Context: an optimization exercise on an open-source flow, tuned for small area, a short achievable clock period and few clock cycles. The choices shown serve that exercise and are no tape-out recipe.
The RTL was checked by simulation tests, not by an equivalence proof against the original design.

==> inputs of run B <==
## mf_disc
module mf_disc (
    input  wire        clk,
    input  wire        rst,
    input  wire        start_valid,
    output wire        start_ready,
    input  wire [12:0] cfg_len,       
    input  wire [12:0] cfg_nmin,      
    input  wire [15:0] cfg_thresh,    
    input  wire        cfg_early,     
    input  wire [4:0]  cfg_shift,     
    input  wire [15:0] cfg_a0i,
    input  wire [15:0] cfg_a0q,
    input  wire [15:0] cfg_a1i,
    input  wire [15:0] cfg_a1q,
    input  wire [15:0] cfg_a2i,
    input  wire [15:0] cfg_a2q,
    input  wire [31:0] cfg_b0,
    input  wire [31:0] cfg_b1,
    input  wire [31:0] cfg_b2,
    input  wire [15:0] cfg_beta0,
    input  wire [15:0] cfg_beta1,
    input  wire [15:0] cfg_beta2,
    input  wire        smp_valid,
    output wire        smp_ready,
    input  wire [23:0] smp_zi,
    input  wire [23:0] smp_zq,
    input  wire [23:0] smp_wi,
    input  wire [23:0] smp_wq,
    output reg         res_valid,
    output reg  [1:0]  res_state,     
    output reg         res_early,
    output reg  [11:0] res_nend,      
    output reg  [31:0] res_margin,
    output wire [31:0] res_si,
    output wire [31:0] res_sq
);
Settings: LEC_CHECK=0, ABC_AREA=1, CAP_MARGIN=20, CORE_MARGIN=2, CORE_UTILIZATION=50, CTS_CLUSTER_DIAMETER=60, CTS_CLUSTER_SIZE=30, PLACE_DENSITY=0.6, SLEW_MARGIN=20, SYNTH_HIERARCHICAL=1, SYNTH_MINIMUM_KEEP_SIZE=0; clock period 65.0 ns.
standard.sh (not shown) runs the stock make flow with config.mk's settings and CLKGATE_MAP_FILE= SYNTH_SCRIPT=/design/flow/synth_recipe.tcl, a recipe that flattens the netlist after the stock synthesis.
==> flow/flow/run.sh <==
#!/bin/bash
set -euo pipefail
bash standard.sh "BUFFER_PORTS_ARGS=-buffer_cell sky130_fd_sc_hd__buf_2" finish > flow_make.log 2>&1
==> run C (differences from run B) <==
==> flow/run.sh (new file) <==
#!/bin/bash
# synth_recipe.tcl (not shown) runs the flow's synth.tcl, then flattens the netlist and writes it again
# the make line also repeats each setting of config.mk as NAME=value (left out here)
make -C /OpenROAD-flow-scripts/flow DESIGN_CONFIG=/design/flow/config.mk WORK_HOME=/design/flow/orfs CLKGATE_MAP_FILE= SYNTH_SCRIPT=/design/flow/synth_recipe.tcl finish
CORE_UTILIZATION = 45   (was 50)
CTS_CLUSTER_DIAMETER = unset   (was 60)
CTS_CLUSTER_SIZE = unset   (was 30)
PLACE_DENSITY = 0.55   (was 0.6)
removed: flow/flow/run.sh
removed: flow/standard.sh
==> summary.txt <==
metric                                                                                  run C                                            run B
Share of the clock period used by the worst path after layout                           22.8%                                            22.3%
Total of plain and repair buffers excluding clock buffers                                 971                                              958
Worst-case clock skew                                                               0.0926 ns                                        0.0500 ns
Well-tap cell count                                                                     4,366                                            3,958
Slew Viols, Final                                                                           0                                                7
Launching element of the worst setup path                                smp_rdy$_SDFFE_PP0P_                               s3_q[27]$_DFFE_PN_
Overall die area                                                                 338,000 um^2                                     304,000 um^2
Non-filler cells in the finished layout                                                 20.5k                                            20.1k
Clock slew at the register clock pins of the worst setup and hold paths               0.06 ns                                          0.08 ns
FF+latch area                                                                     19,600 um^2                                      19,600 um^2
Filler cell count                                                                       31.6k                                            27.7k
Die Y-Extent                                                                           581 um                                           552 um
Result of the run                                            no timing/DRC/antenna violations                                  failed layout checks
Violated checks                                                                             -  max-capacitance violations, max-slew violations
Testbench counts of run B, summed over its fixed seeds: cycles 61,232.
Testbench counts of run C, summed over its fixed seeds: cycles 61,232.

==> inputs of run K <==
Starting RTL as in the previous note.
==> flow/config.mk <==
export PLATFORM = sky130hd
export DESIGN_NAME = mf_disc
export DESIGN_NICKNAME = mf_disc
export VERILOG_FILES = /design/flow/design.v
export SDC_FILE = /design/flow/constraint.sdc
export NUM_CORES = 4
export LEC_CHECK = 0
export ABC_AREA = 1
export CAP_MARGIN = 20
export CORE_MARGIN = 2
export CORE_UTILIZATION = 45
export PLACE_DENSITY = 0.55
export SLEW_MARGIN = 20
export SYNTH_HIERARCHICAL = 1
export SYNTH_MINIMUM_KEEP_SIZE = 0
==> flow/constraint.sdc <==
create_clock -name core_clock -period 65.0 [get_ports {clk}]
set_input_delay 13.0000 -clock core_clock [delete_from_list [all_inputs] [get_ports {clk}]]
set_output_delay 13.0000 -clock core_clock [all_outputs]
set_load 0.01 [all_outputs]
==> flow/flow/run.sh <==
#!/bin/bash
set -euo pipefail
bash standard.sh "BUFFER_PORTS_ARGS=-buffer_cell sky130_fd_sc_hd__buf_4" finish > flow_make.log 2>&1
==> run H (differences from run K) <==
--- a/flow/config.mk
+++ b/flow/config.mk
@@ -10,4 +10,6 @@
 export CORE_MARGIN = 2
-export CORE_UTILIZATION = 45
-export PLACE_DENSITY = 0.55
+export CORE_UTILIZATION = 55
+export CTS_CLUSTER_DIAMETER = 60
+export CTS_CLUSTER_SIZE = 30
+export PLACE_DENSITY = 0.65
 export SLEW_MARGIN = 20
==> summary.txt <==
| quantity | run H | run K |
|---|---|---|
| Outcome | finished clean | finished clean |
| Transition time at the pin with the least slew margin | 1265 ps | 1391 ps |
| Total of plain and repair buffers excluding clock buffers | 948 | 953 |
| Final critical-path required period | 14450 ps | 14460 ps |
| GRT Resource Usage Total | 0.4606 | 0.3965 |
| Tapcell count | 3570 | 4366 |
| DRT Wirelength | 648200 microns | 683000 microns |
| Max-slew headroom | 0.1477 | 0.06320 |
| Number of detailed-routing iterations run before antenna repair | 12 | 10 |
| Filler Cells Inserted | 23930 | 31840 |
| End-of-flow core utilization | 0.5921 | 0.4880 |
| Number of vias per cell | 6.844 | 6.465 |
| Final Instance Area | 160400 sq um | 161400 sq um |
| Area Growth Syn to Fin | 7.048% | 7.694% |
| Setup ws final | 50550 ps | 50540 ps |
| Crit share post-route | 0.2223 | 0.2224 |
| Placement Setup Slack | 51400 ps | 51400 ps |
| Reg-to-reg slack, setup | 52360 ps | 52400 ps |
| Clock Buffer Count | 92 | 136 |
| Largest net degree at the start of global routing | 122 | 194 |
| Fraction of area in multi-input gates | 0.7565 | 0.7526 |
| Number of cells traversed by the worst register-to-register path | 43 | 44 |
| Met2 Usage GRT | 0.6494 | 0.5715 |
| Skew-Pair Late Insertion Delay | 910 ps | 940 ps |
Testbench counts of run K, summed over its fixed seeds: cycles 61,232.
Testbench counts of run H, summed over its fixed seeds: cycles 61,232.

[port drivers added, routing unchanged]
The results above use ideal ports. As a check the final layouts listed here were re-extracted and re-timed, cells and wires unchanged.
Step 1 (the two cells are an assumption about what drives the block):
set clk [get_ports {clk}]
set_driving_cell -lib_cell sky130_fd_sc_hd__clkbuf_16 $clk
set_driving_cell -lib_cell sky130_fd_sc_hd__buf_2 [delete_from_list [all_inputs] $clk]
Step 2 also shifts input and output timing later by t, the mid clock arrival at the registers, as if the neighbouring blocks saw the same clock.
a / b / c = ideal ports / drivers / drivers and shift; a / b = the first two.
run	t, ns	setup slack, ns	slew at the worst register clock pin (ns)
run B	1.018	50.531 / 50.416 / 51.416	0.10 / 0.10
run C	1.001	50.164 / 50.051 / 50.680	0.07 / 0.07
run K	1.007	50.543 / 50.430 / 51.314	0.09 / 0.09
run H	0.976	50.552 / 50.440 / 51.358	0.10 / 0.10
